What follows belongs to an exercise in optimizing a design on an open flow for small area and a short achievable clock period; a production flow would make more cautious choices.
The RTL was checked by simulation tests, not by an equivalence proof against the original design.

**flow/run.sh**
```bash
#!/bin/bash
# synth_recipe.tcl (not shown) runs the flow's synth.tcl, then flattens the netlist and writes it again
# the make line also repeats each setting of config.mk as NAME=value (left out here)
make -C /OpenROAD-flow-scripts/flow DESIGN_CONFIG=/design/flow/config.mk WORK_HOME=/design/flow/orfs CLKGATE_MAP_FILE= SYNTH_SCRIPT=/design/flow/synth_recipe.tcl finish
```
**flow/config.mk**
```make
export PLATFORM = sky130hd
export DESIGN_NAME = mx8_group_sum
export DESIGN_NICKNAME = mx8_group_sum
export VERILOG_FILES = /design/flow/design.v
export SDC_FILE = /design/flow/constraint.sdc
export NUM_CORES = 4
export LEC_CHECK = 0
export CAP_MARGIN = 20
export CORE_MARGIN = 2
export CORE_UTILIZATION = 55
export PLACE_DENSITY = 0.65
export SLEW_MARGIN = 20
```
**flow/constraint.sdc**
```tcl
create_clock -name core_clock -period 70.0 [get_ports {clk}]
set_input_delay 14.0000 -clock core_clock [delete_from_list [all_inputs] [get_ports {clk}]]
set_output_delay 14.0000 -clock core_clock [all_outputs]
set_load 0.01 [all_outputs]
```
**flow/design.v**
```verilog
module mx8_group_sum (
    input  wire         clk,
    input  wire         rst,
    input  wire         in_valid,
    input  wire         a_fmt,
    input  wire         a_mx,
    input  wire [7:0]   a_scale,
    input  wire [127:0] a,
    input  wire         b_fmt,
    input  wire         b_mx,
    input  wire [7:0]   b_scale,
    input  wire [127:0] b,
    output reg          out_valid,
    output reg  [31:0]  gh,
    output reg  [31:0]  gl
);
    localparam N = 16;
    reg         v0;
    reg         r_a_fmt, r_b_fmt, r_a_mx, r_b_mx;
    reg [7:0]   r_a_scale, r_b_scale;
    reg [127:0] r_a, r_b;
    always @(posedge clk) begin
        v0        <= in_valid & ~rst;
        r_a_fmt   <= a_fmt;
        r_b_fmt   <= b_fmt;
        r_a_mx    <= a_mx;
        r_b_mx    <= b_mx;
        r_a_scale <= a_scale;
        r_b_scale <= b_scale;
        r_a       <= a;
        r_b       <= b;
    end
    function [11:0] dec;
        input [7:0] x;
        input       fmt;
        reg   [5:0] u;
        reg   [2:0] f;
        reg         nan, inf;
        begin
            if (!fmt) begin
                nan = (x[6:0] == 7'h7F);
                inf = 1'b0;
                if (x[6:3] != 4'd0) begin
                    u = {1'b0, x[6], ~x[6], x[5:3]};
                    f = x[2:0];
                end else if (x[2]) begin
                    u = 6'd8;  f = {x[1:0], 1'b0};
                end else if (x[1]) begin
                    u = 6'd7;  f = {x[0], 2'b00};
                end else begin
                    u = 6'd6;  f = 3'd0;
                end
            end else begin
                nan = (x[6:2] == 5'h1F) && (x[1:0] != 2'd0);
                inf = (x[6:2] == 5'h1F) && (x[1:0] == 2'd0);
                if (x[6:2] != 5'd0) begin
                    u = {1'b0, x[6:2]};
                    f = {x[1:0], 1'b0};
                end else if (x[1]) begin
                    u = 6'd0;  f = {x[0], 2'b00};
                end else begin
                    u = 6'h3F; f = 3'd0;
                end
            end
            dec = {nan, inf, (x[6:0] == 7'd0), u, f};
        end
    endfunction
    wire a_snan = r_a_mx & (&r_a_scale);
    wire b_snan = r_b_mx & (&r_b_scale);
    reg  [7:0] pm    [0:N-1];    
    reg  [6:0] sk    [0:N-1];    
    reg        pz    [0:N-1];    
    reg        psg   [0:N-1];    
    reg  [N-1:0] cbit;
    reg        e_nan, e_pinf, e_ninf;
    integer i, j;
    reg [11:0] da, db;
    reg [6:0]  s;
    always @(*) begin
        e_nan  = a_snan | b_snan;
        e_pinf = 1'b0;
        e_ninf = 1'b0;
        for (i = 0; i < N; i = i + 1) begin
            da = dec(r_a[8*i +: 8], r_a_fmt);
            db = dec(r_b[8*i +: 8], r_b_fmt);
            psg[i] = r_a[8*i+7] ^ r_b[8*i+7];
            pz[i]  = da[9] | db[9];
            pm[i]  = {1'b1, da[2:0]} * {1'b1, db[2:0]};
            cbit[i] = pm[i][7];
            s = {da[8], da[8:3]} + {db[8], db[8:3]};
            sk[i] = pz[i] ? 7'd0 : {~s[6], s[5:0]};
            e_nan  = e_nan | da[11] | db[11] | (da[10] & db[9]) | (db[10] & da[9]);
            e_pinf = e_pinf | ((da[10] | db[10]) & ~psg[i]);
            e_ninf = e_ninf | ((da[10] | db[10]) &  psg[i]);
        end
    end
    reg [6:0] ms [0:30];
    reg       mc [0:30];
    reg       gt, eq;
    always @(*) begin
        for (i = 0; i < N; i = i + 1) begin
            ms[i] = sk[i];
            mc[i] = cbit[i] & ~pz[i];
        end
        for (i = 0; i < N - 1; i = i + 1) begin
            gt = ms[2*i] > ms[2*i+1];
            eq = ms[2*i] == ms[2*i+1];
            ms[N+i] = gt ? ms[2*i] : ms[2*i+1];
            mc[N+i] = gt ? mc[2*i] : (eq ? (mc[2*i] | mc[2*i+1]) : mc[2*i+1]);
        end
    end
    wire [6:0] smax = ms[2*N-2];
    wire       inc  = mc[2*N-2];
    reg [6:0]  dd;
    reg [8:0]  pm2;
    reg [19:0] wide;
    reg [8:0]  lost;
    reg        kill;
    reg [18:0] addend [0:N-1];
    reg        sticky;
    reg [4:0]  nneg;
    always @(*) begin
        sticky = 1'b0;
        nneg   = 5'd0;
        for (i = 0; i < N; i = i + 1) begin
            dd   = smax - sk[i];
            pm2  = inc ? {1'b0, pm[i]} : {pm[i], 1'b0};
            kill = pz[i] | (dd[6:5] != 2'd0) | (dd[4:0] >= 5'd20);
            wide = {pm2, 11'd0} >> dd[4:0];
            addend[i] = (kill ? 19'd0 : wide[18:0]) ^ {19{psg[i]}};
            for (j = 0; j < 9; j = j + 1)
                lost[j] = pm2[j] & ({2'b00, dd} > 9'd11 + j);
            sticky = sticky | (~pz[i] & (|lost));
            nneg = nneg + {4'd0, psg[i]};
        end
    end
    wire [5:0]  nneg_n = -{1'b0, nneg};
    wire [24:0] cs_a, cs_b;
    wire cs_1, cs_2;
    assign {cs_2, cs_1} = addend[0][0] + addend[1][0] + addend[2][0];
    wire cs_3, cs_4;
    assign {cs_4, cs_3} = addend[3][0] + addend[4][0] + addend[5][0];
    wire cs_5, cs_6;
    assign {cs_6, cs_5} = addend[0][1] + addend[1][1] + addend[2][1];
    wire cs_7, cs_8;
    assign {cs_8, cs_7} = addend[3][1] + addend[4][1] + addend[5][1];
    wire cs_9, cs_10;
    assign {cs_10, cs_9} = addend[6][1] + addend[7][1] + addend[8][1];
    wire cs_11, cs_12;
    assign {cs_12, cs_11} = addend[0][2] + addend[1][2] + addend[2][2];
    wire cs_13, cs_14;
    assign {cs_14, cs_13} = addend[3][2] + addend[4][2] + addend[5][2];
    wire cs_15, cs_16;
    assign {cs_16, cs_15} = addend[6][2] + addend[7][2] + addend[8][2];
    wire cs_17, cs_18;
    assign {cs_18, cs_17} = addend[9][2] + addend[10][2];
    wire cs_19, cs_20;
    assign {cs_20, cs_19} = addend[0][3] + addend[1][3] + addend[2][3];
    wire cs_21, cs_22;
    assign {cs_22, cs_21} = addend[3][3] + addend[4][3] + addend[5][3];
    wire cs_23, cs_24;
    assign {cs_24, cs_23} = addend[6][3] + addend[7][3] + addend[8][3];
    wire cs_25, cs_26;
    assign {cs_26, cs_25} = addend[9][3] + addend[10][3] + addend[11][3];
    wire cs_27, cs_28;
    assign {cs_28, cs_27} = addend[0][4] + addend[1][4] + addend[2][4];
    wire cs_29, cs_30;
    assign {cs_30, cs_29} = addend[3][4] + addend[4][4] + addend[5][4];
    wire cs_31, cs_32;
    assign {cs_32, cs_31} = addend[6][4] + addend[7][4] + addend[8][4];
    wire cs_33, cs_34;
    assign {cs_34, cs_33} = addend[9][4] + addend[10][4] + addend[11][4];
    wire cs_35, cs_36;
    assign {cs_36, cs_35} = addend[0][5] + addend[1][5] + addend[2][5];
    wire cs_37, cs_38;
    assign {cs_38, cs_37} = addend[3][5] + addend[4][5] + addend[5][5];
    wire cs_39, cs_40;
    assign {cs_40, cs_39} = addend[6][5] + addend[7][5] + addend[8][5];
    wire cs_41, cs_42;
    assign {cs_42, cs_41} = addend[9][5] + addend[10][5];
    wire cs_43, cs_44;
    assign {cs_44, cs_43} = addend[0][6] + addend[1][6] + addend[2][6];
    wire cs_45, cs_46;
    assign {cs_46, cs_45} = addend[3][6] + addend[4][6] + addend[5][6];
    wire cs_47, cs_48;
    assign {cs_48, cs_47} = addend[6][6] + addend[7][6] + addend[8][6];
    wire cs_49, cs_50;
    assign {cs_50, cs_49} = addend[9][6] + addend[10][6];
    wire cs_51, cs_52;
    assign {cs_52, cs_51} = addend[0][7] + addend[1][7] + addend[2][7];
    wire cs_53, cs_54;
    assign {cs_54, cs_53} = addend[3][7] + addend[4][7] + addend[5][7];
    wire cs_55, cs_56;
    assign {cs_56, cs_55} = addend[6][7] + addend[7][7] + addend[8][7];
    wire cs_57, cs_58;
    assign {cs_58, cs_57} = addend[9][7] + addend[10][7];
    wire cs_59, cs_60;
    assign {cs_60, cs_59} = addend[0][8] + addend[1][8] + addend[2][8];
    wire cs_61, cs_62;
    assign {cs_62, cs_61} = addend[3][8] + addend[4][8] + addend[5][8];
    wire cs_63, cs_64;
    assign {cs_64, cs_63} = addend[6][8] + addend[7][8] + addend[8][8];
    wire cs_65, cs_66;
    assign {cs_66, cs_65} = addend[9][8] + addend[10][8];
    wire cs_67, cs_68;
    assign {cs_68, cs_67} = addend[0][9] + addend[1][9] + addend[2][9];
    wire cs_69, cs_70;
    assign {cs_70, cs_69} = addend[3][9] + addend[4][9] + addend[5][9];
    wire cs_71, cs_72;
    assign {cs_72, cs_71} = addend[6][9] + addend[7][9] + addend[8][9];
    wire cs_73, cs_74;
    assign {cs_74, cs_73} = addend[9][9] + addend[10][9];
    wire cs_75, cs_76;
    assign {cs_76, cs_75} = addend[0][10] + addend[1][10] + addend[2][10];
    wire cs_77, cs_78;
    assign {cs_78, cs_77} = addend[3][10] + addend[4][10] + addend[5][10];
    wire cs_79, cs_80;
    assign {cs_80, cs_79} = addend[6][10] + addend[7][10] + addend[8][10];
    wire cs_81, cs_82;
    assign {cs_82, cs_81} = addend[9][10] + addend[10][10];
    wire cs_83, cs_84;
    assign {cs_84, cs_83} = addend[0][11] + addend[1][11] + addend[2][11];
    wire cs_85, cs_86;
    assign {cs_86, cs_85} = addend[3][11] + addend[4][11] + addend[5][11];
    wire cs_87, cs_88;
    assign {cs_88, cs_87} = addend[6][11] + addend[7][11] + addend[8][11];
    wire cs_89, cs_90;
    assign {cs_90, cs_89} = addend[9][11] + addend[10][11];
    wire cs_91, cs_92;
    assign {cs_92, cs_91} = addend[0][12] + addend[1][12] + addend[2][12];
    wire cs_93, cs_94;
    assign {cs_94, cs_93} = addend[3][12] + addend[4][12] + addend[5][12];
    wire cs_95, cs_96;
    assign {cs_96, cs_95} = addend[6][12] + addend[7][12] + addend[8][12];
    wire cs_97, cs_98;
    assign {cs_98, cs_97} = addend[9][12] + addend[10][12];
    wire cs_99, cs_100;
    assign {cs_100, cs_99} = addend[0][13] + addend[1][13] + addend[2][13];
    wire cs_101, cs_102;
    assign {cs_102, cs_101} = addend[3][13] + addend[4][13] + addend[5][13];
    wire cs_103, cs_104;
    assign {cs_104, cs_103} = addend[6][13] + addend[7][13] + addend[8][13];
    wire cs_105, cs_106;
    assign {cs_106, cs_105} = addend[9][13] + addend[10][13];
    wire cs_107, cs_108;
    assign {cs_108, cs_107} = addend[0][14] + addend[1][14] + addend[2][14];
    wire cs_109, cs_110;
    assign {cs_110, cs_109} = addend[3][14] + addend[4][14] + addend[5][14];
    wire cs_111, cs_112;
    assign {cs_112, cs_111} = addend[6][14] + addend[7][14] + addend[8][14];
    wire cs_113, cs_114;
    assign {cs_114, cs_113} = addend[9][14] + addend[10][14];
    wire cs_115, cs_116;
    assign {cs_116, cs_115} = addend[0][15] + addend[1][15] + addend[2][15];
    wire cs_117, cs_118;
    assign {cs_118, cs_117} = addend[3][15] + addend[4][15] + addend[5][15];
    wire cs_119, cs_120;
    assign {cs_120, cs_119} = addend[6][15] + addend[7][15] + addend[8][15];
    wire cs_121, cs_122;
    assign {cs_122, cs_121} = addend[9][15] + addend[10][15];
    wire cs_123, cs_124;
    assign {cs_124, cs_123} = addend[0][16] + addend[1][16] + addend[2][16];
    wire cs_125, cs_126;
    assign {cs_126, cs_125} = addend[3][16] + addend[4][16] + addend[5][16];
    wire cs_127, cs_128;
    assign {cs_128, cs_127} = addend[6][16] + addend[7][16] + addend[8][16];
    wire cs_129, cs_130;
    assign {cs_130, cs_129} = addend[9][16] + addend[10][16];
    wire cs_131, cs_132;
    assign {cs_132, cs_131} = addend[0][17] + addend[1][17] + addend[2][17];
    wire cs_133, cs_134;
    assign {cs_134, cs_133} = addend[3][17] + addend[4][17] + addend[5][17];
    wire cs_135, cs_136;
    assign {cs_136, cs_135} = addend[6][17] + addend[7][17] + addend[8][17];
    wire cs_137, cs_138;
    assign {cs_138, cs_137} = addend[9][17] + addend[10][17];
    wire cs_139, cs_140;
    assign {cs_140, cs_139} = addend[0][18] + addend[1][18] + addend[2][18];
    wire cs_141, cs_142;
    assign {cs_142, cs_141} = addend[3][18] + addend[4][18] + addend[5][18];
    wire cs_143, cs_144;
    assign {cs_144, cs_143} = addend[6][18] + addend[7][18] + addend[8][18];
    wire cs_145, cs_146;
    assign {cs_146, cs_145} = addend[9][18] + addend[10][18];
    wire cs_147, cs_148;
    assign {cs_148, cs_147} = cs_1 + cs_3 + addend[6][0];
    wire cs_149, cs_150;
    assign {cs_150, cs_149} = addend[7][0] + addend[8][0] + addend[9][0];
    wire cs_151, cs_152;
    assign {cs_152, cs_151} = cs_2 + cs_4 + cs_5;
    wire cs_153, cs_154;
    assign {cs_154, cs_153} = cs_7 + cs_9 + addend[9][1];
    wire cs_155, cs_156;
    assign {cs_156, cs_155} = addend[10][1] + addend[11][1] + addend[12][1];
    wire cs_157, cs_158;
    assign {cs_158, cs_157} = cs_6 + cs_8 + cs_10;
    wire cs_159, cs_160;
    assign {cs_160, cs_159} = cs_11 + cs_13 + cs_15;
    wire cs_161, cs_162;
    assign {cs_162, cs_161} = cs_17 + addend[11][2] + addend[12][2];
    wire cs_163, cs_164;
    assign {cs_164, cs_163} = addend[13][2] + addend[14][2];
    wire cs_165, cs_166;
    assign {cs_166, cs_165} = cs_12 + cs_14 + cs_16;
    wire cs_167, cs_168;
    assign {cs_168, cs_167} = cs_18 + cs_19 + cs_21;
    wire cs_169, cs_170;
    assign {cs_170, cs_169} = cs_23 + cs_25 + addend[12][3];
    wire cs_171, cs_172;
    assign {cs_172, cs_171} = addend[13][3] + addend[14][3] + addend[15][3];
    wire cs_173, cs_174;
    assign {cs_174, cs_173} = cs_20 + cs_22 + cs_24;
    wire cs_175, cs_176;
    assign {cs_176, cs_175} = cs_26 + cs_27 + cs_29;
    wire cs_177, cs_178;
    assign {cs_178, cs_177} = cs_31 + cs_33 + addend[12][4];
    wire cs_179, cs_180;
    assign {cs_180, cs_179} = addend[13][4] + addend[14][4] + addend[15][4];
    wire cs_181, cs_182;
    assign {cs_182, cs_181} = cs_28 + cs_30 + cs_32;
    wire cs_183, cs_184;
    assign {cs_184, cs_183} = cs_34 + cs_35 + cs_37;
    wire cs_185, cs_186;
    assign {cs_186, cs_185} = cs_39 + cs_41 + addend[11][5];
    wire cs_187, cs_188;
    assign {cs_188, cs_187} = addend[12][5] + addend[13][5] + addend[14][5];
    wire cs_189, cs_190;
    assign {cs_190, cs_189} = cs_36 + cs_38 + cs_40;
    wire cs_191, cs_192;
    assign {cs_192, cs_191} = cs_42 + cs_43 + cs_45;
    wire cs_193, cs_194;
    assign {cs_194, cs_193} = cs_47 + cs_49 + addend[11][6];
    wire cs_195, cs_196;
    assign {cs_196, cs_195} = addend[12][6] + addend[13][6] + addend[14][6];
    wire cs_197, cs_198;
    assign {cs_198, cs_197} = cs_44 + cs_46 + cs_48;
    wire cs_199, cs_200;
    assign {cs_200, cs_199} = cs_50 + cs_51 + cs_53;
    wire cs_201, cs_202;
    assign {cs_202, cs_201} = cs_55 + cs_57 + addend[11][7];
    wire cs_203, cs_204;
    assign {cs_204, cs_203} = addend[12][7] + addend[13][7] + addend[14][7];
    wire cs_205, cs_206;
    assign {cs_206, cs_205} = cs_52 + cs_54 + cs_56;
    wire cs_207, cs_208;
    assign {cs_208, cs_207} = cs_58 + cs_59 + cs_61;
    wire cs_209, cs_210;
    assign {cs_210, cs_209} = cs_63 + cs_65 + addend[11][8];
    wire cs_211, cs_212;
    assign {cs_212, cs_211} = addend[12][8] + addend[13][8] + addend[14][8];
    wire cs_213, cs_214;
    assign {cs_214, cs_213} = cs_60 + cs_62 + cs_64;
    wire cs_215, cs_216;
    assign {cs_216, cs_215} = cs_66 + cs_67 + cs_69;
    wire cs_217, cs_218;
    assign {cs_218, cs_217} = cs_71 + cs_73 + addend[11][9];
    wire cs_219, cs_220;
    assign {cs_220, cs_219} = addend[12][9] + addend[13][9] + addend[14][9];
    wire cs_221, cs_222;
    assign {cs_222, cs_221} = cs_68 + cs_70 + cs_72;
    wire cs_223, cs_224;
    assign {cs_224, cs_223} = cs_74 + cs_75 + cs_77;
    wire cs_225, cs_226;
    assign {cs_226, cs_225} = cs_79 + cs_81 + addend[11][10];
    wire cs_227, cs_228;
    assign {cs_228, cs_227} = addend[12][10] + addend[13][10] + addend[14][10];
    wire cs_229, cs_230;
    assign {cs_230, cs_229} = cs_76 + cs_78 + cs_80;
    wire cs_231, cs_232;
    assign {cs_232, cs_231} = cs_82 + cs_83 + cs_85;
    wire cs_233, cs_234;
    assign {cs_234, cs_233} = cs_87 + cs_89 + addend[11][11];
    wire cs_235, cs_236;
    assign {cs_236, cs_235} = addend[12][11] + addend[13][11] + addend[14][11];
    wire cs_237, cs_238;
    assign {cs_238, cs_237} = cs_84 + cs_86 + cs_88;
    wire cs_239, cs_240;
    assign {cs_240, cs_239} = cs_90 + cs_91 + cs_93;
    wire cs_241, cs_242;
    assign {cs_242, cs_241} = cs_95 + cs_97 + addend[11][12];
    wire cs_243, cs_244;
    assign {cs_244, cs_243} = addend[12][12] + addend[13][12] + addend[14][12];
    wire cs_245, cs_246;
    assign {cs_246, cs_245} = cs_92 + cs_94 + cs_96;
    wire cs_247, cs_248;
    assign {cs_248, cs_247} = cs_98 + cs_99 + cs_101;
    wire cs_249, cs_250;
    assign {cs_250, cs_249} = cs_103 + cs_105 + addend[11][13];
    wire cs_251, cs_252;
    assign {cs_252, cs_251} = addend[12][13] + addend[13][13] + addend[14][13];
    wire cs_253, cs_254;
    assign {cs_254, cs_253} = cs_100 + cs_102 + cs_104;
    wire cs_255, cs_256;
    assign {cs_256, cs_255} = cs_106 + cs_107 + cs_109;
    wire cs_257, cs_258;
    assign {cs_258, cs_257} = cs_111 + cs_113 + addend[11][14];
    wire cs_259, cs_260;
    assign {cs_260, cs_259} = addend[12][14] + addend[13][14] + addend[14][14];
    wire cs_261, cs_262;
    assign {cs_262, cs_261} = cs_108 + cs_110 + cs_112;
    wire cs_263, cs_264;
    assign {cs_264, cs_263} = cs_114 + cs_115 + cs_117;
    wire cs_265, cs_266;
    assign {cs_266, cs_265} = cs_119 + cs_121 + addend[11][15];
    wire cs_267, cs_268;
    assign {cs_268, cs_267} = addend[12][15] + addend[13][15] + addend[14][15];
    wire cs_269, cs_270;
    assign {cs_270, cs_269} = cs_116 + cs_118 + cs_120;
    wire cs_271, cs_272;
    assign {cs_272, cs_271} = cs_122 + cs_123 + cs_125;
    wire cs_273, cs_274;
    assign {cs_274, cs_273} = cs_127 + cs_129 + addend[11][16];
    wire cs_275, cs_276;
    assign {cs_276, cs_275} = addend[12][16] + addend[13][16] + addend[14][16];
    wire cs_277, cs_278;
    assign {cs_278, cs_277} = cs_124 + cs_126 + cs_128;
    wire cs_279, cs_280;
    assign {cs_280, cs_279} = cs_130 + cs_131 + cs_133;
    wire cs_281, cs_282;
    assign {cs_282, cs_281} = cs_135 + cs_137 + addend[11][17];
    wire cs_283, cs_284;
    assign {cs_284, cs_283} = addend[12][17] + addend[13][17] + addend[14][17];
    wire cs_285, cs_286;
    assign {cs_286, cs_285} = cs_132 + cs_134 + cs_136;
    wire cs_287, cs_288;
    assign {cs_288, cs_287} = cs_138 + cs_139 + cs_141;
    wire cs_289, cs_290;
    assign {cs_290, cs_289} = cs_143 + cs_145 + addend[11][18];
    wire cs_291, cs_292;
    assign {cs_292, cs_291} = addend[12][18] + addend[13][18] + addend[14][18];
    wire cs_293, cs_294;
    assign {cs_294, cs_293} = cs_147 + cs_149 + addend[10][0];
    wire cs_295, cs_296;
    assign {cs_296, cs_295} = addend[11][0] + addend[12][0];
    wire cs_297, cs_298;
    assign {cs_298, cs_297} = cs_148 + cs_150 + cs_151;
    wire cs_299, cs_300;
    assign {cs_300, cs_299} = cs_153 + cs_155 + addend[13][1];
    wire cs_301, cs_302;
    assign {cs_302, cs_301} = addend[14][1] + addend[15][1];
    wire cs_303, cs_304;
    assign {cs_304, cs_303} = cs_152 + cs_154 + cs_156;
    wire cs_305, cs_306;
    assign {cs_306, cs_305} = cs_157 + cs_159 + cs_161;
    wire cs_307, cs_308;
    assign {cs_308, cs_307} = cs_163 + addend[15][2] + nneg[2];
    wire cs_309, cs_310;
    assign {cs_310, cs_309} = cs_158 + cs_160 + cs_162;
    wire cs_311, cs_312;
    assign {cs_312, cs_311} = cs_164 + cs_165 + cs_167;
    wire cs_313, cs_314;
    assign {cs_314, cs_313} = cs_169 + cs_171 + nneg[3];
    wire cs_315, cs_316;
    assign {cs_316, cs_315} = cs_166 + cs_168 + cs_170;
    wire cs_317, cs_318;
    assign {cs_318, cs_317} = cs_172 + cs_173 + cs_175;
    wire cs_319, cs_320;
    assign {cs_320, cs_319} = cs_177 + cs_179 + nneg[4];
    wire cs_321, cs_322;
    assign {cs_322, cs_321} = cs_174 + cs_176 + cs_178;
    wire cs_323, cs_324;
    assign {cs_324, cs_323} = cs_180 + cs_181 + cs_183;
    wire cs_325, cs_326;
    assign {cs_326, cs_325} = cs_185 + cs_187 + addend[15][5];
    wire cs_327, cs_328;
    assign {cs_328, cs_327} = cs_182 + cs_184 + cs_186;
    wire cs_329, cs_330;
    assign {cs_330, cs_329} = cs_188 + cs_189 + cs_191;
    wire cs_331, cs_332;
    assign {cs_332, cs_331} = cs_193 + cs_195 + addend[15][6];
    wire cs_333, cs_334;
    assign {cs_334, cs_333} = cs_190 + cs_192 + cs_194;
    wire cs_335, cs_336;
    assign {cs_336, cs_335} = cs_196 + cs_197 + cs_199;
    wire cs_337, cs_338;
    assign {cs_338, cs_337} = cs_201 + cs_203 + addend[15][7];
    wire cs_339, cs_340;
    assign {cs_340, cs_339} = cs_198 + cs_200 + cs_202;
    wire cs_341, cs_342;
    assign {cs_342, cs_341} = cs_204 + cs_205 + cs_207;
    wire cs_343, cs_344;
    assign {cs_344, cs_343} = cs_209 + cs_211 + addend[15][8];
    wire cs_345, cs_346;
    assign {cs_346, cs_345} = cs_206 + cs_208 + cs_210;
    wire cs_347, cs_348;
    assign {cs_348, cs_347} = cs_212 + cs_213 + cs_215;
    wire cs_349, cs_350;
    assign {cs_350, cs_349} = cs_217 + cs_219 + addend[15][9];
    wire cs_351, cs_352;
    assign {cs_352, cs_351} = cs_214 + cs_216 + cs_218;
    wire cs_353, cs_354;
    assign {cs_354, cs_353} = cs_220 + cs_221 + cs_223;
    wire cs_355, cs_356;
    assign {cs_356, cs_355} = cs_225 + cs_227 + addend[15][10];
    wire cs_357, cs_358;
    assign {cs_358, cs_357} = cs_222 + cs_224 + cs_226;
    wire cs_359, cs_360;
    assign {cs_360, cs_359} = cs_228 + cs_229 + cs_231;
    wire cs_361, cs_362;
    assign {cs_362, cs_361} = cs_233 + cs_235 + addend[15][11];
    wire cs_363, cs_364;
    assign {cs_364, cs_363} = cs_230 + cs_232 + cs_234;
    wire cs_365, cs_366;
    assign {cs_366, cs_365} = cs_236 + cs_237 + cs_239;
    wire cs_367, cs_368;
    assign {cs_368, cs_367} = cs_241 + cs_243 + addend[15][12];
    wire cs_369, cs_370;
    assign {cs_370, cs_369} = cs_238 + cs_240 + cs_242;
    wire cs_371, cs_372;
    assign {cs_372, cs_371} = cs_244 + cs_245 + cs_247;
    wire cs_373, cs_374;
    assign {cs_374, cs_373} = cs_249 + cs_251 + addend[15][13];
    wire cs_375, cs_376;
    assign {cs_376, cs_375} = cs_246 + cs_248 + cs_250;
    wire cs_377, cs_378;
    assign {cs_378, cs_377} = cs_252 + cs_253 + cs_255;
    wire cs_379, cs_380;
    assign {cs_380, cs_379} = cs_257 + cs_259 + addend[15][14];
    wire cs_381, cs_382;
    assign {cs_382, cs_381} = cs_254 + cs_256 + cs_258;
    wire cs_383, cs_384;
    assign {cs_384, cs_383} = cs_260 + cs_261 + cs_263;
    wire cs_385, cs_386;
    assign {cs_386, cs_385} = cs_265 + cs_267 + addend[15][15];
    wire cs_387, cs_388;
    assign {cs_388, cs_387} = cs_262 + cs_264 + cs_266;
    wire cs_389, cs_390;
    assign {cs_390, cs_389} = cs_268 + cs_269 + cs_271;
    wire cs_391, cs_392;
    assign {cs_392, cs_391} = cs_273 + cs_275 + addend[15][16];
    wire cs_393, cs_394;
    assign {cs_394, cs_393} = cs_270 + cs_272 + cs_274;
    wire cs_395, cs_396;
    assign {cs_396, cs_395} = cs_276 + cs_277 + cs_279;
    wire cs_397, cs_398;
    assign {cs_398, cs_397} = cs_281 + cs_283 + addend[15][17];
    wire cs_399, cs_400;
    assign {cs_400, cs_399} = cs_278 + cs_280 + cs_282;
    wire cs_401, cs_402;
    assign {cs_402, cs_401} = cs_284 + cs_285 + cs_287;
    wire cs_403, cs_404;
    assign {cs_404, cs_403} = cs_289 + cs_291 + addend[15][18];
    wire cs_405, cs_406;
    assign {cs_406, cs_405} = cs_286 + cs_288 + cs_290;
    wire cs_407, cs_408;
    assign {cs_408, cs_407} = cs_292 + cs_140 + cs_142;
    wire cs_409, cs_410;
    assign {cs_410, cs_409} = cs_144 + cs_146 + nneg_n[0];
    wire cs_411, cs_412;
    assign {cs_412, cs_411} = cs_293 + cs_295 + addend[13][0];
    wire cs_413, cs_414;
    assign {cs_414, cs_413} = cs_294 + cs_296 + cs_297;
    wire cs_415, cs_416;
    assign {cs_416, cs_415} = cs_299 + cs_301;
    wire cs_417, cs_418;
    assign {cs_418, cs_417} = cs_298 + cs_300 + cs_302;
    wire cs_419, cs_420;
    assign {cs_420, cs_419} = cs_303 + cs_305 + cs_307;
    wire cs_421, cs_422;
    assign {cs_422, cs_421} = cs_304 + cs_306 + cs_308;
    wire cs_423, cs_424;
    assign {cs_424, cs_423} = cs_309 + cs_311 + cs_313;
    wire cs_425, cs_426;
    assign {cs_426, cs_425} = cs_310 + cs_312 + cs_314;
    wire cs_427, cs_428;
    assign {cs_428, cs_427} = cs_315 + cs_317 + cs_319;
    wire cs_429, cs_430;
    assign {cs_430, cs_429} = cs_316 + cs_318 + cs_320;
    wire cs_431, cs_432;
    assign {cs_432, cs_431} = cs_321 + cs_323 + cs_325;
    wire cs_433, cs_434;
    assign {cs_434, cs_433} = cs_322 + cs_324 + cs_326;
    wire cs_435, cs_436;
    assign {cs_436, cs_435} = cs_327 + cs_329 + cs_331;
    wire cs_437, cs_438;
    assign {cs_438, cs_437} = cs_328 + cs_330 + cs_332;
    wire cs_439, cs_440;
    assign {cs_440, cs_439} = cs_333 + cs_335 + cs_337;
    wire cs_441, cs_442;
    assign {cs_442, cs_441} = cs_334 + cs_336 + cs_338;
    wire cs_443, cs_444;
    assign {cs_444, cs_443} = cs_339 + cs_341 + cs_343;
    wire cs_445, cs_446;
    assign {cs_446, cs_445} = cs_340 + cs_342 + cs_344;
    wire cs_447, cs_448;
    assign {cs_448, cs_447} = cs_345 + cs_347 + cs_349;
    wire cs_449, cs_450;
    assign {cs_450, cs_449} = cs_346 + cs_348 + cs_350;
    wire cs_451, cs_452;
    assign {cs_452, cs_451} = cs_351 + cs_353 + cs_355;
    wire cs_453, cs_454;
    assign {cs_454, cs_453} = cs_352 + cs_354 + cs_356;
    wire cs_455, cs_456;
    assign {cs_456, cs_455} = cs_357 + cs_359 + cs_361;
    wire cs_457, cs_458;
    assign {cs_458, cs_457} = cs_358 + cs_360 + cs_362;
    wire cs_459, cs_460;
    assign {cs_460, cs_459} = cs_363 + cs_365 + cs_367;
    wire cs_461, cs_462;
    assign {cs_462, cs_461} = cs_364 + cs_366 + cs_368;
    wire cs_463, cs_464;
    assign {cs_464, cs_463} = cs_369 + cs_371 + cs_373;
    wire cs_465, cs_466;
    assign {cs_466, cs_465} = cs_370 + cs_372 + cs_374;
    wire cs_467, cs_468;
    assign {cs_468, cs_467} = cs_375 + cs_377 + cs_379;
    wire cs_469, cs_470;
    assign {cs_470, cs_469} = cs_376 + cs_378 + cs_380;
    wire cs_471, cs_472;
    assign {cs_472, cs_471} = cs_381 + cs_383 + cs_385;
    wire cs_473, cs_474;
    assign {cs_474, cs_473} = cs_382 + cs_384 + cs_386;
    wire cs_475, cs_476;
    assign {cs_476, cs_475} = cs_387 + cs_389 + cs_391;
    wire cs_477, cs_478;
    assign {cs_478, cs_477} = cs_388 + cs_390 + cs_392;
    wire cs_479, cs_480;
    assign {cs_480, cs_479} = cs_393 + cs_395 + cs_397;
    wire cs_481, cs_482;
    assign {cs_482, cs_481} = cs_394 + cs_396 + cs_398;
    wire cs_483, cs_484;
    assign {cs_484, cs_483} = cs_399 + cs_401 + cs_403;
    wire cs_485, cs_486;
    assign {cs_486, cs_485} = cs_400 + cs_402 + cs_404;
    wire cs_487, cs_488;
    assign {cs_488, cs_487} = cs_405 + cs_407 + cs_409;
    wire cs_489, cs_490;
    assign {cs_490, cs_489} = cs_406 + cs_408 + cs_410;
    wire cs_491, cs_492;
    assign {cs_492, cs_491} = cs_411 + addend[14][0];
    wire cs_493, cs_494;
    assign {cs_494, cs_493} = cs_412 + cs_413 + cs_415;
    wire cs_495, cs_496;
    assign {cs_496, cs_495} = cs_414 + cs_416 + cs_417;
    wire cs_497, cs_498;
    assign {cs_498, cs_497} = cs_418 + cs_420 + cs_421;
    wire cs_499, cs_500;
    assign {cs_500, cs_499} = cs_422 + cs_424 + cs_425;
    wire cs_501, cs_502;
    assign {cs_502, cs_501} = cs_426 + cs_428 + cs_429;
    wire cs_503, cs_504;
    assign {cs_504, cs_503} = cs_430 + cs_432 + cs_433;
    wire cs_505, cs_506;
    assign {cs_506, cs_505} = cs_434 + cs_436 + cs_437;
    wire cs_507, cs_508;
    assign {cs_508, cs_507} = cs_438 + cs_440 + cs_441;
    wire cs_509, cs_510;
    assign {cs_510, cs_509} = cs_442 + cs_444 + cs_445;
    wire cs_511, cs_512;
    assign {cs_512, cs_511} = cs_446 + cs_448 + cs_449;
    wire cs_513, cs_514;
    assign {cs_514, cs_513} = cs_450 + cs_452 + cs_453;
    wire cs_515, cs_516;
    assign {cs_516, cs_515} = cs_454 + cs_456 + cs_457;
    wire cs_517, cs_518;
    assign {cs_518, cs_517} = cs_458 + cs_460 + cs_461;
    wire cs_519, cs_520;
    assign {cs_520, cs_519} = cs_462 + cs_464 + cs_465;
    wire cs_521, cs_522;
    assign {cs_522, cs_521} = cs_466 + cs_468 + cs_469;
    wire cs_523, cs_524;
    assign {cs_524, cs_523} = cs_470 + cs_472 + cs_473;
    wire cs_525, cs_526;
    assign {cs_526, cs_525} = cs_474 + cs_476 + cs_477;
    wire cs_527, cs_528;
    assign {cs_528, cs_527} = cs_478 + cs_480 + cs_481;
    wire cs_529, cs_530;
    assign {cs_530, cs_529} = cs_482 + cs_484 + cs_485;
    wire cs_531, cs_532;
    assign {cs_532, cs_531} = cs_486 + cs_488 + cs_489;
    wire cs_533, cs_534;
    assign {cs_534, cs_533} = cs_491 + addend[15][0];
    wire cs_535, cs_536;
    assign {cs_536, cs_535} = cs_492 + cs_493 + nneg[1];
    wire cs_537, cs_538;
    assign {cs_538, cs_537} = cs_494 + cs_495 + cs_419;
    wire cs_539, cs_540;
    assign {cs_540, cs_539} = cs_496 + cs_497 + cs_423;
    wire cs_541, cs_542;
    assign {cs_542, cs_541} = cs_498 + cs_499 + cs_427;
    wire cs_543, cs_544;
    assign {cs_544, cs_543} = cs_500 + cs_501 + cs_431;
    wire cs_545, cs_546;
    assign {cs_546, cs_545} = cs_502 + cs_503 + cs_435;
    wire cs_547, cs_548;
    assign {cs_548, cs_547} = cs_504 + cs_505 + cs_439;
    wire cs_549, cs_550;
    assign {cs_550, cs_549} = cs_506 + cs_507 + cs_443;
    wire cs_551, cs_552;
    assign {cs_552, cs_551} = cs_508 + cs_509 + cs_447;
    wire cs_553, cs_554;
    assign {cs_554, cs_553} = cs_510 + cs_511 + cs_451;
    wire cs_555, cs_556;
    assign {cs_556, cs_555} = cs_512 + cs_513 + cs_455;
    wire cs_557, cs_558;
    assign {cs_558, cs_557} = cs_514 + cs_515 + cs_459;
    wire cs_559, cs_560;
    assign {cs_560, cs_559} = cs_516 + cs_517 + cs_463;
    wire cs_561, cs_562;
    assign {cs_562, cs_561} = cs_518 + cs_519 + cs_467;
    wire cs_563, cs_564;
    assign {cs_564, cs_563} = cs_520 + cs_521 + cs_471;
    wire cs_565, cs_566;
    assign {cs_566, cs_565} = cs_522 + cs_523 + cs_475;
    wire cs_567, cs_568;
    assign {cs_568, cs_567} = cs_524 + cs_525 + cs_479;
    wire cs_569, cs_570;
    assign {cs_570, cs_569} = cs_526 + cs_527 + cs_483;
    wire cs_571, cs_572;
    assign {cs_572, cs_571} = cs_528 + cs_529 + cs_487;
    wire cs_573, cs_574;
    assign {cs_574, cs_573} = cs_530 + cs_531 + nneg_n[1];
    wire cs_575, cs_576;
    assign {cs_576, cs_575} = cs_532 + cs_490 + nneg_n[2];
    assign cs_a = {nneg_n[5], nneg_n[4], cs_576, cs_574, cs_572, cs_570, cs_568, cs_566, cs_564, cs_562, cs_560, cs_558, cs_556, cs_554, cs_552, cs_550, cs_548, cs_546, cs_544, cs_542, cs_540, cs_538, cs_536, cs_534, cs_533};
    assign cs_b = {1'b0, 1'b0, nneg_n[3], cs_575, cs_573, cs_571, cs_569, cs_567, cs_565, cs_563, cs_561, cs_559, cs_557, cs_555, cs_553, cs_551, cs_549, cs_547, cs_545, cs_543, cs_541, cs_539, cs_537, cs_535, nneg[0]};
    reg [10:0] kb;
    always @(*) begin
        kb = {4'd0, smax} + {10'd0, inc} + 11'd15;
        if (r_a_mx) kb = kb + {3'd0, r_a_scale} - 11'd127;
        if (r_b_mx) kb = kb + {3'd0, r_b_scale} - 11'd127;
    end
    reg         v1;
    reg [24:0]  r_ca, r_cb;
    reg [10:0]  r_kb;
    reg         r_sticky;
    reg [1:0]   r_cls;       
    always @(posedge clk) begin
        v1       <= v0 & ~rst;
        r_ca     <= cs_a;
        r_cb     <= cs_b;
        r_kb     <= kb;
        r_sticky <= sticky;
        r_cls    <= (e_nan | (e_pinf & e_ninf)) ? 2'd1 :
                    e_pinf ? 2'd2 : e_ninf ? 2'd3 : 2'd0;
    end
    reg [24:0]        r_t;
    reg               t_sign;
    reg [22:0]        t_mag;
    reg [4:0]         t_top;
    reg signed [11:0] ef;          
    reg signed [11:0] sub_sh;
    reg [23:0]        norm;
    reg [25:0]        n_sub, rem, half;
    reg               up;
    reg [31:0]        res_h, res_l;
    always @(*) begin
        r_t    = r_ca + r_cb;
        t_sign = r_t[24];
        t_mag  = t_sign ? -r_t[22:0] : r_t[22:0];
        t_top  = 5'd0;
        for (i = 1; i < 23; i = i + 1)
            if (t_mag[i])
                t_top = i;
        ef = $signed({r_kb[10], r_kb}) + $signed({7'd0, t_top});
        norm   = 24'd0;
        n_sub  = 26'd0;
        rem    = 26'd0;
        half   = 26'd0;
        up     = 1'b0;
        sub_sh = 12'sd0;
        res_l  = 32'h0000_0000;
        if (r_cls == 2'd1) begin
            res_h = 32'h7FC0_0000;
        end else if (r_cls == 2'd2) begin
            res_h = 32'h7F80_0000;
        end else if (r_cls == 2'd3) begin
            res_h = 32'hFF80_0000;
        end else if (r_t == 25'd0) begin
            res_h = 32'h0000_0000;
        end else if (ef > 12'sd254) begin
            res_h = {t_sign, 8'hFF, 23'd0};
        end else if (ef >= 12'sd1) begin
            norm  = {1'b0, t_mag} << (5'd23 - t_top);
            res_h = {t_sign, ef[7:0], norm[22:0]};
        end else begin
            sub_sh = -($signed({r_kb[10], r_kb}) + 12'sd22);
            if (sub_sh <= 12'sd0) begin
                n_sub = {3'b000, t_mag} << (-sub_sh);
            end else begin
                if (sub_sh > 12'sd25)
                    sub_sh = 12'sd25;
                n_sub = {3'b000, t_mag} >> sub_sh;
                rem   = {3'b000, t_mag} & ((26'd1 << sub_sh) - 26'd1);
                half  = 26'd1 << (sub_sh - 1);
                up    = (rem > half) || ((rem == half) && (r_sticky || n_sub[0]));
            end
            res_h = {t_sign, 7'd0, n_sub[23:0]} + {31'd0, up};
            if (rem != 26'd0)
                res_l = {t_sign ^ up, 31'd0};
        end
    end
    always @(posedge clk) begin
        out_valid <= v1 & ~rst;
        gh        <= res_h;
        gl        <= res_l;
    end
endmodule
```
==> results.yml <==
cells_and_area:
  fin_nets: 10180
  multi_input_area_sq_um: 56300
  final_core_util_pct: 60.7
  seqCellArea_sq_um: 7490
  stdcell_count: 10602
  num-fill-cells: 11080
  synthToLayoutAreaGrowth_pct: 9.30
  layout-drive-gt1-share_pct: 6.41
timing:
  rsz0062_at_grt: "false"
  relSlewSlack_pct: 10.8
  report.final.slew_viol_count: 0
  setup_tns_ps: 0
  report.final.setup_viol: 0
  skew_ps: 32.8
  hold_viol: 0
  fin_crit_ps: 19670
  max_freq_mhz: 50.8
  post-route-period-util_pct: 28.1
  setup_slack_ps: 50330
  worst_pin_slew_ps: 1330
min_path:
  hp-class: "flop to flop"
floorplanning:
  die_x_microns: 355
  dieHeight_microns: 355
  die-area_sq_um: 126000
  rows: 128
  initial_core_util_pct: 55.5
  io_pins: 344
  core_sq_um: 122000
global_routing:
  grt_start_max_net_pins: 81
  grt_pass1_vias: 65865
  grt_pass1_wl_microns: 404000
  grt_usage_pct: 42.1
  overflow: 0
  antenna_found_initial: 16
placed_design:
  placed_cells: 10521
  dpl_worst_slack_ps: 50990
  place_congestion: 1.11
  portBuffers: 312
  dp_hpwl_microns: 228000
setup_path:
  critical_path_arrival_ps: 20200
  path_max_fanout: 80
  cp.required_ps: 70530
  r2r-end: "r_cb[5]"
  reg2reg_from: "r_a_fmt"
  worst_path_max_delay_cell: "nor3b_1"
  regToRegSetupSlack_ps: 50330
  reg2regPathDepth: 65
  critPathCaptureType: "flop"
  startpoint_type: "flop"
  max_stage_delay_ps: 820
  cpMostUsedCell: "o21ai_0"
  setup.worst_path.end: "r_cb[5]"
  critPathKind: "flop to flop"
  crit_start: "r_a_fmt"
synthesis:
  syn-cell-area_sq_um: 67600
  netlist_instances: 8833
  synth_area_per_cell_sq_um: 7.66
  synthFlopType: "dfxtp_1"
  ys_seq_elements: 374
  ys_types: 119
  yosysSeqAreaShare_pct: 11.1
  synth_warnings: 8
  synthArstFlopShare_pct: 0
  synth-edff-count: 0
clock_tree:
  cts_max_level: 2
  cts_hold_buf: 0
  cts_root_buffer: "clkbuf_16"
  cts_buffer_depth: 3
  insertion_delay_ps: 630
  cts_inserted_buffers: 41
  cts_resized: 0
  clk_pin_slew_ps: 60
  clock_sinks: 374
  postCtsSetupBuffers: 0
  cts_tree: "built"
detailed_routing:
  dr.pass1.iters: 8
  vias_per_cell: 6.47
  drc_errors: 0
  vias: 68578
  routed_wl_microns: 272000
  final_antenna_net_count: 0
  wl_per_cell_microns: 25.6
  drt_iter0_drc: 8210
run_status:
  status: "timing/DRC/antenna clean"
run:
  cap_violations: 0
cells in the mapped netlist, types with 68 or more instances:
master    number  area, sq um
o211ai_1      79          593
o21ai_0      396         1980
mux2_2       128         1440
nor2_1       946         3550
a22oi_1       68          510
dfxtp_1      374         7490
nand2b_1      75          469
a21o_1       181         1360
nand2_1      801         3010
fa_1         393         7870
nor2b_1       74          463
clkbuf_1     300         1130
a211oi_1     101          758
a21oi_1      587         2940
a31oi_1       85          532
ha_1         567         7090
nand3_1      269         1350
o22ai_1       91          569
o21a_1        95          713
xor2_1       169         1480
xnor2_1      544         4760
mux2i_1      345         3450
nor3_1       242         1210
inv_1        664         2490
and2_1        87          544
layer usage:
layer	track usage (%)	part of all wire [%]	vias to the layer above
li1	-	-	31465
met1	50.0	38	32604
met2	69.0	45	3647
met3	7.44	8.8	854
met4	29.3	8.5	8
met5	0	0.019	-
critical path, delay by kind of cell, from the launching register on:
family,cells,cell delay (ps)
flip-flops,1,550
buffers and inverters,7,2820
AND/OR/NAND/NOR,18,4580
XOR/XNOR,2,920
AO/OA/AOI/OAI,25,4470
adder cells (fa/ha/maj),11,4890
multiplexers,2,1170
cells by family (layout without fill, tap and decap cells):
logic type | count (synthesis) | count (layout) | share of synthesized area (%)
multiplexers | 524 | 524 | 8.87
XOR/XNOR | 715 | 715 | 9.30
buffers and inverters | 1092 | 1202 | 6.34
AO/OA/AOI/OAI | 2207 | 2207 | 21.6
other | 1 | 35 | 0.00554
AND/OR/NAND/NOR | 2926 | 2926 | 20.2
adder cells (fa/ha/maj) | 994 | 994 | 22.6
flip-flops | 374 | 374 | 11.1
per-stage QoR:
| stage | instance area [sq um] | hold slack [ps] |
|---|---|---|
| global route | 73900 | 480 |
| detailed placement | 72500 | 435 |
| CTS | 73900 | 462 |
| floorplan | 67800 | 414 |
| global placement | 72500 | 420 |
| finish | 73900 | 457 |
final cells by class:
cell class	instances	share of cell area, %
multi-input cells	7397	76.2
flip-flops and latches	374	10.1
repair buffers	449	5.62
inverters	678	3.45
well taps	1625	2.75
clock buffers	55	1.56
clock inverters	20	0.293
diodes	4	0.0135
registers in the layout, summed over array words and instances, names as in the netlist, 2 cells and up:
| signal | flops |
|---|---|
| r_ca | 25 |
| r_b_scale | 8 |
| r_a_scale | 8 |
| r_kb | 11 |
| r_cb | 23 |
| r_b | 128 |
| gh | 32 |
| r_cls | 2 |
| r_a | 128 |
placed cells by master, fill, tap and decap left out, types with 33 or more instances in the layout:
cell type        count
mux2i_1            342
a21o_1             181
or4_1               33
nand2b_1            75
inv_1              664
a211oi_1           101
o21ai_0            393
a22oi_1             68
a31oi_1             83
nor2_1             946
nor3_1             239
nand4_1             63
or3_1               46
nand3_1            269
o22ai_1             91
o211ai_1            79
nor4_1              66
o31a_1              33
ha_1               567
nand2_1            801
o21a_1              95
mux2_2             128
and3_1              65
o31ai_1             67
clkdlybuf4s50_1    312
xor2_1             159
mux4_2              46
buf_4              134
nor2b_1             74
clkbuf_16           42
or2_2               63
o21bai_1            54
dfxtp_1            372
a21oi_1            585
xnor2_1            533
and2_1              87
fa_1               393
how the worst min path moves through the flow:
| stage | from | end | slack, ps | cells past startpoint |
|---|---|---|---|---|
| after floorplan | v1 | out_valid | 410 | 1 |
| after global placement | v0 | v1 | 420 | 1 |
| after detailed placement | v1 | out_valid | 440 | 1 |
| after CTS | v1 | out_valid | 460 | 1 |
| after global routing | v0 | v1 | 480 | 1 |
| final | v0 | v1 | 460 | 1 |

==> re-timing with driven ports <==
No port has a modelled driver above. Below, the same layout with a new extraction and two added sets of constraints.
Step 1 (the two cells are an assumption about what drives the block):
set clk [get_ports {clk}]
set_driving_cell -lib_cell sky130_fd_sc_hd__clkbuf_16 $clk
set_driving_cell -lib_cell sky130_fd_sc_hd__buf_2 [delete_from_list [all_inputs] $clk]
Step 2 times the ports against the registers' clock, not the clock port: input delays grow and output delays shrink by t, the midpoint of the rising clock arrivals with the driver on.
Three values: no drivers, after step 1, after step 2; two values: the first two.
t, ns: 0.702
setup slack, ns: 50.332 / 50.332 / 50.332
cell pins on the clock port's net: 1
After both steps setup and hold are still met in this run. For this run, drivers alone change the setup slack by 0.000 ns; drivers and shift together by 0.000 ns.
